From an optimization exercise on the open Yosys and OpenROAD flow, aimed at small area, a short achievable clock period and few clock cycles; shortcuts taken in it are not production practice.
At most, simulation tests tie the RTL to the original design; equivalence was not proved.
Only the layout flow was run in run 2; the RTL was not checked for function there.
Power is estimated from default activity; no workload was simulated.

===== design/flow/config.mk =====
export PLATFORM = sky130hd
export DESIGN_NAME = comb_divsqrt
export DESIGN_NICKNAME = comb_divsqrt
export VERILOG_FILES = /design/flow/design.v
export SDC_FILE = /design/flow/constraint.sdc
export NUM_CORES = 4
export LEC_CHECK = 0
export CAP_MARGIN = 20
export CORE_MARGIN = 2
export CORE_UTILIZATION = 40
export SLEW_MARGIN = 20

===== design/flow/constraint.sdc =====
create_clock -name core_clock -period 9.0 [get_ports {clk}]
set_input_delay 1.8000 -clock core_clock [delete_from_list [all_inputs] [get_ports {clk}]]
set_output_delay 1.8000 -clock core_clock [all_outputs]
set_load 0.01 [all_outputs]

===== design/flow/design.v =====
module comb_divsqrt (
    input  wire        clk,
    input  wire        rst,        
    input  wire        start,      
    input  wire        op,         
    input  wire        sat,
    input  wire [55:0] a,          
    input  wire [55:0] b,          
    output wire        ready,
    output reg         done,
    output reg  [55:0] result,
    output reg         flag_n,
    output reg         flag_z,
    output reg         flag_v,
    output reg         trap
);
    localparam S_IDLE = 2'd0, S_DIV = 2'd1, S_SQRT = 2'd2, S_FIN = 2'd3;
    reg  [1:0]  state;
    reg  [5:0]  count;
    reg         r_op, r_sat, r_neg;
    reg  [56:0] rem;
    reg  [55:0] quo;
    reg  [55:0] dvs;
    reg  [55:0] rad;
    reg  [27:0] root;
    reg  [29:0] srem;
    assign ready = (state == S_IDLE);
    wire [55:0] abs_a = a[55] ? (~a + 56'd1) : a;
    wire [55:0] abs_b = b[55] ? (~b + 56'd1) : b;
    wire [56:0] rem_sh  = {rem[55:0], quo[55]};
    wire        q_bit   = (rem_sh >= {1'b0, dvs});
    wire [56:0] rem_nx  = q_bit ? (rem_sh - {1'b0, dvs}) : rem_sh;
    wire [29:0] srem_sh = {srem[27:0], rad[55:54]};
    wire [29:0] trial   = {root, 2'b01};
    wire        r_bit   = (srem_sh >= trial);
    wire [29:0] srem_nx = r_bit ? (srem_sh - trial) : srem_sh;
    wire        d_up    = ({rem[55:0], 1'b0} > {1'b0, dvs}) ||
                          (({rem[55:0], 1'b0} == {1'b0, dvs}) && quo[0]);
    wire [56:0] d_mag   = {1'b0, quo} + {56'd0, d_up};
    wire [56:0] d_val   = r_neg ? (~d_mag + 57'd1) : d_mag;
    wire        d_ovf   = !r_neg && d_mag[55];      
    wire        s_up    = (srem > {2'b00, root});
    wire [28:0] s_val   = {1'b0, root} + {28'd0, s_up};
    always @(posedge clk) begin
        if (rst) begin
            state  <= S_IDLE;
            done   <= 1'b0;
            result <= 56'd0;
            flag_n <= 1'b0;
            flag_z <= 1'b0;
            flag_v <= 1'b0;
            trap   <= 1'b0;
        end else begin
            done <= 1'b0;
            case (state)
                S_IDLE: begin
                    if (start) begin
                        r_op  <= op;
                        r_sat <= sat;
                        if (op == 1'b0) begin
                            r_neg <= a[55] ^ b[55];
                            rem   <= 57'd0;
                            quo   <= abs_a;
                            dvs   <= abs_b;
                            count <= 6'd55;
                            if (b == 56'd0) begin
                                state  <= S_IDLE;
                                done   <= 1'b1;
                                trap   <= 1'b1;
                                flag_v <= 1'b0;
                            end else begin
                                state <= S_DIV;
                            end
                        end else begin
                            rad   <= b;
                            root  <= 28'd0;
                            srem  <= 30'd0;
                            count <= 6'd27;
                            if (b[55]) begin
                                state  <= S_IDLE;
                                done   <= 1'b1;
                                trap   <= 1'b0;
                                result <= 56'd0;
                                flag_n <= 1'b0;
                                flag_z <= 1'b1;
                                flag_v <= 1'b1;
                            end else begin
                                state <= S_SQRT;
                            end
                        end
                    end
                end
                S_DIV: begin
                    rem   <= rem_nx;
                    quo   <= {quo[54:0], q_bit};
                    count <= count - 6'd1;
                    if (count == 6'd0) state <= S_FIN;
                end
                S_SQRT: begin
                    srem  <= srem_nx;
                    root  <= {root[26:0], r_bit};
                    rad   <= {rad[53:0], 2'b00};
                    count <= count - 6'd1;
                    if (count == 6'd0) state <= S_FIN;
                end
                default: begin  
                    state <= S_IDLE;
                    done  <= 1'b1;
                    trap  <= 1'b0;
                    if (r_op == 1'b0) begin
                        if (d_ovf) begin
                            result <= r_sat ? 56'h7fffffffffffff : 56'h80000000000000;
                            flag_n <= !r_sat;
                            flag_z <= 1'b0;
                            flag_v <= 1'b1;
                        end else begin
                            result <= d_val[55:0];
                            flag_n <= d_val[55];
                            flag_z <= (d_val[55:0] == 56'd0);
                            flag_v <= 1'b0;
                        end
                    end else begin
                        result <= {27'd0, s_val};
                        flag_n <= 1'b0;
                        flag_z <= (s_val == 29'd0);
                        flag_v <= 1'b0;
                    end
                end
            endcase
        end
    end
endmodule

===== design/flow/run.sh =====
#!/bin/bash
# synth_recipe.tcl (not shown) runs the flow's synth.tcl, then flattens the netlist and writes it again
# the make line also repeats each setting of config.mk as NAME=value (left out here)
make -C /OpenROAD-flow-scripts/flow DESIGN_CONFIG=/design/flow/config.mk WORK_HOME=/design/flow/orfs CLKGATE_MAP_FILE= SYNTH_SCRIPT=/design/flow/synth_recipe.tcl finish

==> summary.md, run 1 <==
| Metric | Value |
|---|---|
| Status | `timing/DRC/antenna clean` |
| Routed WL per cell | `19.8 um` |
| Leak | `10.7 nW` |
| Worst Setup Start Kind | `flip-flop` |
| Wirelength, routed | `just under 80000 um` |
| Crit share post-route | `between 90% and 100%` |
| First-pass GRT wire length | `121000 um` |
| CTS Buf Count | `44` |
| Max-cap violations | `0` |
| Clock slew at reported path FFs | `60 ps` |
| Io pins | `179` |
| Die Ht | `259 um` |
| Root Buffer | `clkbuf_16` |
| Die Wd | `approximately 260 um` |
| FMAX | `0.121 GHz` |
| ANT nets after route | `0` |
| CTS Hold Bufs | `0` |
| Die area | `roughly 0.067 sq mm` |
| Bufs on Longest Clock Path | `3` |
| Sum Neg Setup Slack | `0 ps` |
| RR Endpoint | `flag_z` |
| Worst EP required | `9540 ps` |
| H-tree Lvls | `2` |
| Clock share of power | `27.0%` |
| Synth top area cells | `edfxtp_1 34%, xnor2_1 6.4%, nand2_1 4.8%` |
| Top cell type by total area after synthesis | `edfxtp_1` |
| DP Area | `0.0285 sq mm` |
| GPL Wtd Cong | `0.903` |
| Slew Limit Fails | `0` |
| VDD IR max | `121 uV` |
| Cells resized by post-CTS repair | `0` |
| Area share of fa/ha/maj cells after synthesis | `4.88%` |
| CP Data Arrival Time | `8780 ps` |
| Largest fanout on the critical path | `12` |
| Power density over the cells | `about 220 mW/mm^2` |
| Core Area | `0.0643 sq mm` |
| GRT Overall Usage | `22.4%` |
| Internal | `roughly 4.2 mW` |
| Yosys cell types | `86` |
| Vias in the first global route | `21800` |
| Utilization after layout | `46.7%` |
| Hpwl dp | `57900 um` |
| Fin crit period | `8240 ps` |
| Syn. warnings | `1` |
| Post-synth ARST share | `0%` |
| Port bufs | `178` |
| Avg Cell Area, Syn | `about 8.8 sq um` |
| Layout area overhead | `15.3%` |
| Post-synthesis compound-gate area fraction | `18.5%` |
| Post-synthesis simple-gate area fraction | `19.4%` |
| Fill cell count | `6094` |
| # DRC | `0` |
| Initial Utilization | `40.5%` |
| Final #Nets | `3242` |
| Post-CTS Setup Inserts | `0` |
| Worst hold path depth | `2` |
| Clock skew | `44.7 ps` |
| Switching fraction of total power | `a little under two fifths` |
| Rows | `just over 90` |
| Hold violation count in the final report | `0` |
| R2R depth | `24` |
| Vias per inst | `approximately 5.8` |
| Syn_nets | `3166` |
| Share of cells above drive strength 1 | `7.09%` |
| Hold Startpoint | `result[41]` |
| Multiplexer area fraction after synthesis | `~3.8%` |
| Sequential share of power | `35.3%` |
| Comb power frac | `37.7%` |
| Overflow after GRT | `0` |
| Post-synth EDFFs | `291` |
| CP endpoint kind | `flip-flop` |
| Rel. slew slack | `31.8%` |
| Sw Pwr | `2.51 mW` |
| Setup violators final | `0` |
| Setup CP Type | `flip-flop to flip-flop` |
| FF-to-FF Start | `rem[25]` |
| Design area | `0.0300 sq mm` |
| Main combinational cell family by area after synthesis | `simple AND/OR/NAND/NOR gates` |
| Cells after synthesis | `2948` |
| Tot Pwr | `6.72 mW` |
| Commonest cells in the netlist | `336 x nand2_1, 291 x edfxtp_1, 224 x a21oi_1, 207 x o21ai_0, 190 x xnor2_1` |
| Post-synth top area share | `33.6%` |
| Vias post-DR | `about 23000` |
| Cell area after synthesis | `0.0260 sq mm` |
| Hold Path Class | `flip-flop to flip-flop` |
| Post-route insts no fill | `approximately 3900` |
| Post-synth top flop | `edfxtp_1` |
| Largest net degree at the start of global routing | `81` |
| CTS sink cnt | `353` |
| Reg-to-reg slack, setup | `760 ps` |
| Detailed Routing Iterations Pass 1 | `5` |
| Initial drt markers | `roughly 1900` |
| Cell with the most instances after synthesis | `nand2_1` |
| Actual slew at the worst max-slew pin | `between 1000 and 1500 ps` |
| RSZ-0062 raised after global routing | `no` |
| Worst min-delay path endpoint | `result[41]` |
| CTS tree | `built` |
| Sequential share of the synthesized area | `a little under two fifths` |
| Xor/xnor share of the synthesized area | `10.3%` |
| Yosys reg bits | `353` |
| Initial antenna violation count | `7` |
| # placed instances | `3831` |
| Clock Latency Late Sink | `620 ps` |
-- cells in the final DEF (no fill, tap or decap), types with 60 or more instances in the layout --
cell / synthesis / final
mux2_2: 60 / 60
xor2_1: 117 / 117
clkdlybuf4s50_1: 0 / 175
o21ai_0: 207 / 207
inv_1: 141 / 141
edfxtp_1: 291 / 291
a21oi_1: 224 / 222
xnor2_1: 190 / 190
ha_1: 100 / 98
dfxtp_1: 62 / 62
nand3_1: 91 / 91
nor2_1: 184 / 183
a21o_1: 66 / 66
nand2_1: 336 / 335
nand4_1: 63 / 63
-- through the flow --
step | setup slack [ps] | hold slack, ps
floorplan | 667 | 465
global placement | 1040 | 445
detailed placement | 931 | 448
CTS | 868 | 456
global route | 232 | 473
finish | 756 | 454
-- worst max-delay path, stage by stage, from the launching register on --
cell and delay, ps:
edfxtp_1 390, ha_1 420, a21o_1 150, a21o_1 110, a21o_1 120, a21o_1 130
a21oi_1 60, o21ai_0 530, a21oi_1 250, o21a_1 260, o21a_1 110, a21oi_1 240
ha_1 280, ha_1 430, and4_1 450, nand2_1 350, nor4_1 330, o2111ai_1 230
or4b_1 630, nand4bb_1 550, or4_1 700, o41ai_1 700, xor2_1 230, nor4_1 320
a31o_1 170
-- registers in the layout (all words and copies together) (netlist names), 2 cells and up --
name    count
rad        56
rem        56
dvs        56
root       28
srem       30
quo        56
result     56
count       6
state       2
-- power groups by stage --
| stage | Combinational (mW) | Clock, mW | Sequential [mW] |
|---|---|---|---|
| floorplan | 1.75 | 0 | 2.36 |
| global placement | 2.45 | 0 | 2.40 |
| detailed placement | 2.49 | 0 | 2.40 |
| CTS | 2.51 | 1.87 | 2.37 |
| global route | 2.81 | 1.92 | 2.40 |
| finish | 2.54 | 1.82 | 2.37 |
-- logic make-up (layout without fill, tap and decap cells) --
group                      Yosys count  in the layout
AOI/OAI and AO/OA                  773            773
xor gates and xnor gates           307            307
and+or+nand+nor                   1004           1004
buffers and inverters              318            429
DFF                                353            353
other                                0              2
muxes                               92             92
adders and majority gates          101            101
-- area by class of cell --
class,count,area (sq um),share of cell area [%]
Inverter,142,533,1.78
Sequential cell,353,9980,33.2
Multi-Input combinational cell,2277,14900,49.7
Tap cell,855,1070,3.56
Timing Repair Buffer,206,2030,6.76
Clock inverter,30,348,1.16
Antenna cell,2,5.00,0.0167
Clock buffer,51,1140,3.79
-- layer usage --
metal,global-route usage [%],vias to the layer above,wire (um)
met1,30.0,11000,34300
li1,-,11000,-
met2,37.1,661,36000
met5,0,-,80
met3,3.95,124,5100
met4,6.52,14,1910
-- worst max-delay path by stage --
stage                        from  cells past startpoint  slack [ps]      to
final                     rem[25]                     24         760  flag_z
after global routing      rem[49]                     21         230  flag_z
after CTS                 rem[50]                     21         870  flag_z
after detailed placement  rem[49]                     21         930  flag_z
after global placement    rem[25]                     24        1040  flag_z
after floorplan               rst                      3         670  rad[0]
Testbench counts, summed over its fixed seeds: cycles 104,012.
==> inputs of run 2 (changes only) <==
==> design/flow/design.v (replaced) <==
module comb_divsqrt (
    input  wire        clk,
    input  wire        rst,        
    input  wire        start,      
    input  wire        op,         
    input  wire        sat,
    input  wire [55:0] a,          
    input  wire [55:0] b,          
    output wire        ready,
    output reg         done,
    output wire [55:0] result,
    output reg         flag_n,
    output reg         flag_z,
    output reg         flag_v,
    output reg         trap
);
    localparam S_IDLE = 2'd0, S_PREP = 2'd1, S_ITER = 2'd2, S_FIN = 2'd3;
    reg  [1:0]  state;
    reg  [5:0]  cnt;
    reg         r_sqrt, r_sat, r_neg;    
    reg         r_trap, r_zero, first;
    reg  [56:0] R;       
    reg  [55:0] B;       
    reg  [55:0] Q;       
    assign ready  = (state == S_IDLE) || (state == S_FIN);
    assign result = Q;
    wire take = start && ready;
    function [5:0] lzc56(input [55:0] v);
        integer i;
        reg found;
        begin
            lzc56 = 6'd56;
            found = 1'b0;
            for (i = 55; i >= 0; i = i - 1)
                if (!found && v[i]) begin
                    lzc56 = 6'd55 - i[5:0];
                    found = 1'b1;
                end
        end
    endfunction
    wire [55:0] abs_a = (a ^ {56{a[55]}}) + {55'd0, a[55]};
    wire [55:0] abs_b = (b ^ {56{b[55]}}) + {55'd0, b[55]};
    wire [5:0]  lza    = lzc56(R[55:0]);
    wire [5:0]  lzb    = lzc56(B);
    wire [5:0]  shb    = r_sqrt ? {lzb[5:1], 1'b0} : lzb;
    wire [55:0] a_n    = R[55:0] << lza;
    wire [55:0] b_n    = B << shb;
    wire        b_zero = (lzb == 6'd56);
    wire [6:0]  kd     = {1'b0, lzb} - {1'b0, lza};         
    wire        k_neg  = kd[6] && (kd != 7'h7f);            
    wire        k_zero = (kd == 7'h7f);                     
    wire [5:0]  js     = 6'd28 - {1'b0, shb[5:1]};          
    wire [5:0]  cnt_p  = r_sqrt ? js - 6'd1 : kd[5:0];
    wire        no_it  = r_sqrt ? (r_neg || js == 6'd0) : (b_zero || kd[6]);
    wire [55:0] Qg   = first ? 56'd0 : Q;
    wire [56:0] sub  = r_sqrt ? {1'b0, Qg[53:0], 2'b01} : {1'b0, B};
    wire [57:0] diff = {1'b0, R} - {1'b0, sub};
    wire        q    = !diff[57];
    wire [56:0] sel  = q ? diff[56:0] : R;
    wire [56:0] R_it = r_sqrt ? {sel[54:0], B[55:54]} : {sel[55:0], 1'b0};
    wire        tie   = (R == {1'b0, B});
    wire        up    = !r_zero && q && (r_sqrt || !tie || Qg[0]);
    wire        negd  = !r_sqrt && r_neg;
    wire        ovf   = !r_sqrt && !r_neg && Qg[55];        
    wire [55:0] X     = (ovf && r_sat) ? 56'h7fffffffffffff : (negd ? ~Qg : Qg);
    wire [55:0] X1    = X + 56'd1;
    wire        inc   = up ^ negd;
    wire [55:0] res   = inc ? X1 : X;
    wire        res_z = inc ? (X1 == 56'd0) : (X == 56'd0);
    always @(posedge clk) begin
        if (rst) begin
            state <= S_IDLE;
            done  <= 1'b0;
        end else begin
            done <= 1'b0;
            case (state)
                S_PREP: begin
                    first  <= 1'b1;
                    r_trap <= !r_sqrt && b_zero;
                    r_zero <= r_sqrt ? r_neg : k_neg;
                    cnt    <= cnt_p;
                    if (r_sqrt) begin
                        R <= {55'd0, b_n[55:54]};
                        B <= {b_n[53:0], 2'b00};
                    end else begin
                        R <= {1'b0, a_n};
                        B <= b_n;
                    end
                    state <= no_it ? S_FIN : S_ITER;
                end
                S_ITER: begin
                    first <= 1'b0;
                    R     <= R_it;
                    if (r_sqrt) B <= {B[53:0], 2'b00};
                    Q     <= {Qg[54:0], q};
                    cnt   <= cnt - 6'd1;
                    if (cnt == 6'd0) state <= S_FIN;
                end
                S_FIN: begin
                    done   <= 1'b1;
                    trap   <= r_trap;
                    Q      <= res;
                    flag_n <= res[55];
                    flag_z <= res_z;
                    flag_v <= ovf || (r_sqrt && r_neg);
                    state  <= S_IDLE;
                end
                default: ;
            endcase
            if (take) begin
                state  <= S_PREP;
                R      <= {1'b0, abs_a};
                B      <= abs_b;
                r_sqrt <= op;
                r_sat  <= sat;
                r_neg  <= op ? b[55] : (a[55] ^ b[55]);
            end
        end
    end
endmodule
==> run 2 against run 1 <==
Against the previous run:
- still clean
- sequential share of layout area fell by 17 points
- final area is 14% higher
- via count increased by 53%
- flip-flop and latch count shrank 165
- highest routed layer unchanged
==> summary.md, run 2 <==
| Metric | Value |
|---|---|
| Hold Startpoint | `r_trap` |
| Vias in the first global route | `31700 (+45%)` |
| Design area | `0.0342 sq mm (+14%)` |
| Dpl ws | `2300 ps (+1370 ps)` |
| Core Area | `0.0773 sq mm (+20%)` |
| Die Ht | `283 um (+9.4%)` |
| Post-synth EDFFs | `185 (-36%)` |
| Worst path max stage delay | `1000 ps (+300 ps)` |
| Yosys cell types | `101 (+17%)` |
| Hpwl dp | `110000 um (+90%)` |
| H-tree Lvls | `4 (+2)` |
| RR Endpoint | `R[53]` |
| Die area | `0.0803 sq mm (+20%)` |
| RSZ-0062 raised after global routing | `no` |
| Share of cells above drive strength 1 | `6.89% (-0.21 points)` |
| Syn. warnings | `1 (unchanged)` |
| Status | `timing/DRC/antenna clean` |
| Overflow after GRT | `0 (unchanged)` |
| Clock Latency Late Sink | `540 ps (-80 ps)` |
| Reg with most FFs | `R` |
| Routed WL per cell | `28.5 um (+44%)` |
| Initial drt markers | `5450 (+190%)` |
| Power density over the cells | `447 mW/mm^2 (+100%)` |
| Io pins | `179 (unchanged)` |
| Largest fanout on the critical path | `25 (+13)` |
| Internal | `6.06 mW (+44%)` |
| FMAX | `0.142 GHz (+17%)` |
| CTS Buf Count | `17 (-61%)` |
| Setup violators final | `0 (unchanged)` |
| VDD IR max | `257 uV (+110%)` |
| Rows | `102 (+9.7%)` |
| Detailed Routing Iterations Pass 1 | `6 (+1)` |
| Cell area after synthesis | `0.0312 sq mm (+20%)` |
| Min Hold Slack | `476 ps (+22.3 ps)` |
| Leak | `12.3 nW (+15%)` |
| Sequential share of the synthesized area | `18.0% (-20 points)` |
| Switching fraction of total power | `60.4% (+23 points)` |
| CTS sink cnt | `188 (-47%)` |
| Root Buffer | `clkbuf_16` |
| Port bufs | `178 (unchanged)` |
| Layout area overhead | `9.72%` |
| Max-cap violations | `0 (unchanged)` |
| Sw Pwr | `9.25 mW (+270%)` |
| Worst hold path depth | `0 (-2)` |
| Yosys reg bits | `188 (-47%)` |
| Vias per inst | `6.77 (+16%)` |
| Crit share post-route | `78.4% (-13 points)` |
| Commonest cells in the netlist | `383 x nor2_1, 379 x nand2_1, 368 x mux2i_1, 275 x a21oi_1, 260 x o21ai_0` |
| # DRC | `0 (unchanged)` |
| Cell with the most instances after synthesis | `nor2_1` |
| Synth top area cells | `edfxtp_1 18%, mux2i_1 12%, xnor2_1 6.1%` |
| Clock slew at reported path FFs | `80 ps (+20 ps)` |
| R2R depth | `15 (-38%)` |
| Slew Limit Fails | `0 (unchanged)` |
| Initial antenna violation count | `5 (-2)` |
| WP buf/inv | `3 (+3)` |
| Setup CP Type | `flip-flop to flip-flop` |
| Worst path slowest cell | `and4_1` |
| FF-to-FF Start | `R[55]` |
| Post-synth ARST share | `0% (unchanged)` |
| Actual slew at the worst max-slew pin | `1330 ps (+320 ps)` |
| Rel. slew slack | `10.4% (-21 points)` |
| Syn_nets | `4367 (+38%)` |
| Clock share of power | `5.8% (-21 points)` |
| GRT Overall Usage | `35.0% (+13 points)` |
| Final #Nets | `4292 (+32%)` |
| Initial Utilization | `40.4% (-0.095 points)` |
| Clock skew | `31.7 ps (-13.0 ps)` |
| Post-CTS Setup Inserts | `0 (unchanged)` |
| Worst Setup Start Kind | `flip-flop` |
| Wirelength, routed | `147000 um (+90%)` |
| Post-synth top area share | `17.8% (-16 points)` |
| Cells after synthesis | `4171 (+41%)` |
| Largest net degree at the start of global routing | `127 (+57%)` |
| CTS Hold Bufs | `0 (unchanged)` |
| CP endpoint kind | `flip-flop` |
| Most frequent CP cell | `buf_4` |
| ANT nets after route | `0 (unchanged)` |
| CP Data Arrival Time | `7410 ps (-1370 ps)` |
| Utilization after layout | `44.3% (-2.4 points)` |
| # placed instances | `5117 (+34%)` |
| Cells resized by post-CTS repair | `0 (unchanged)` |
| Worst min-delay path endpoint | `trap` |
| Vias post-DR | `34900 (+53%)` |
| Sum Neg Setup Slack | `0 ps (unchanged)` |
| Top cell type by total area after synthesis | `edfxtp_1` |
| Cells along the critical path | `nor4_1 > and4_1 > and3_1 > buf_4 > inv_1 > a21oi_1 > or4_2 > buf_4 > nor2_1 > a22o_1 > a221oi_1 > mux2i_1 > o21ai_0 > a31oi_1 > a22oi_1` |
| Delay-heaviest family, CP | `simple AND/OR/NAND/NOR gates` |
| Die Wd | `283 um (+9.4%)` |
| Hold violation count in the final report | `0 (unchanged)` |
| Largest regs | `R (57), B (56), Q (56)` |
| Max FFs per register | `57` |
| Post-synth top flop | `edfxtp_1` |
| DP Area | `0.0336 sq mm (+18%)` |
| Most frequent cells in the layout | `378 x nand2_1, 378 x nor2_1, 368 x mux2i_1, 275 x a21oi_1, 259 x o21ai_0` |
| Avg Cell Area, Syn | `7.48 sq um (-15%)` |
| Tot Pwr | `15.3 mW (+130%)` |
| Fin crit period | `7060 ps (-1190 ps)` |
| First-pass GRT wire length | `214000 um (+76%)` |
| Worst EP required | `9350 ps (-190 ps)` |
| Reg-to-reg slack, setup | `1940 ps (+1190 ps)` |
| Sequential share of power | `16.1% (-19 points)` |
| Bufs on Longest Clock Path | `2 (-1)` |
| Worst setup margin | `1940 ps (+1190 ps)` |
| GPL Wtd Cong | `1.06 (+18%)` |
| Post-route insts no fill | `5151 (+32%)` |
| Comb power frac | `78.2% (+41 points)` |
| Hold Path Class | `flip-flop to flip-flop` |
| CTS tree | `built` |
## run 2: changes by cell type after synthesis, sizes merged, moves of 70 or more
cell / delta
buf: +77
clkbuf: +109
edfxtp: -106
mux2i: +336
nor2: +202
nor2b: +70
## run 2: metal layers
metal  track usage, %  routed length (um)  vias to the layer above
met2             49.9               59400                     2551
met3             10.3               20200                      386
met1             48.9               60500                    16500
met4             14.1                6550                        4
met5                0                  21                        -
li1                 -                   -                    15400
## run 2: cell families (layout without fill, tap and decap cells)
logic type	after synthesis	in the layout	share of synthesized area [%]
AND/OR/NAND/NOR	1468	1468	23.4
multiplexers	443	443	14.6
buffers and inverters	459	397	5.88
AO/OA/AOI/OAI	1186	1186	25.2
other	0	2	0
flip-flops	188	188	18.0
adder cells (fa/ha/maj)	79	79	3.21
XOR/XNOR	348	348	9.76
## run 2: power by group through the flow
| stage | sequential [mW] | clock, mW | combinational [mW] |
|---|---|---|---|
| 6_report | 2.46 | 0.881 | 12.0 |
| 5_1_grt | 2.47 | 0.907 | 12.5 |
| 3_5_place_dp | 2.41 | 0 | 11.2 |
| 3_3_place_gp | 2.40 | 0 | 11.3 |
| 2_1_floorplan | 1.82 | 0 | 7.78 |
| 4_1_cts | 2.39 | 0.883 | 11.3 |
## run 2: worst max-delay path by stage
stage,from,to,slack (ps),cells past startpoint
6_report,R[55],R[53],1940,15
5_1_grt,R[55],R[53],1930,15
4_1_cts,R[55],R[53],2290,15
3_5_place_dp,R[55],R[53],2300,15
3_3_place_gp,R[55],R[53],2250,15
2_1_floorplan,b[55],B[50],2380,19
## run 2: layout make-up
class	count	area, sq um
fill	7973	43100
inverter	97	367
antenna	2	5.00
sequential	188	5620
clock inverter	13	180
timing repair buffer	268	2480
tap	1040	1300
clock buffer	19	433
multi-input combinational	3524	23900

-- what the ideal ports hide --
In the flow no input, the clock included, has a driving cell. The finished layouts below were timed again as built, in two steps.
Step 1 (the two cells are an assumption about what drives the block):
set clk [get_ports {clk}]
set_driving_cell -lib_cell sky130_fd_sc_hd__clkbuf_16 $clk
set_driving_cell -lib_cell sky130_fd_sc_hd__buf_2 [delete_from_list [all_inputs] $clk]
Step 2, shift: input delay + t, output delay - t, t = (earliest + latest rising clock arrival at the registers) / 2. This alone moves slack from input paths to output paths.
a / b / c = no drivers / after step 1 / after step 2; a / b = the first two.
run	t (ns)	slack for setup (ns)	hold slack, ns	worst setup path at the end	slew at the worst register clock pin (ns)
run 1	0.659	0.756 / 0.756 / 0.756	0.454 / 0.454 / 0.454	register to register	0.07 / 0.07
run 2	0.589	1.943 / 1.943 / 1.943	0.476 / 0.476 / 0.476	register to register	0.11 / 0.11
After both steps setup and hold are still met in every run listed.
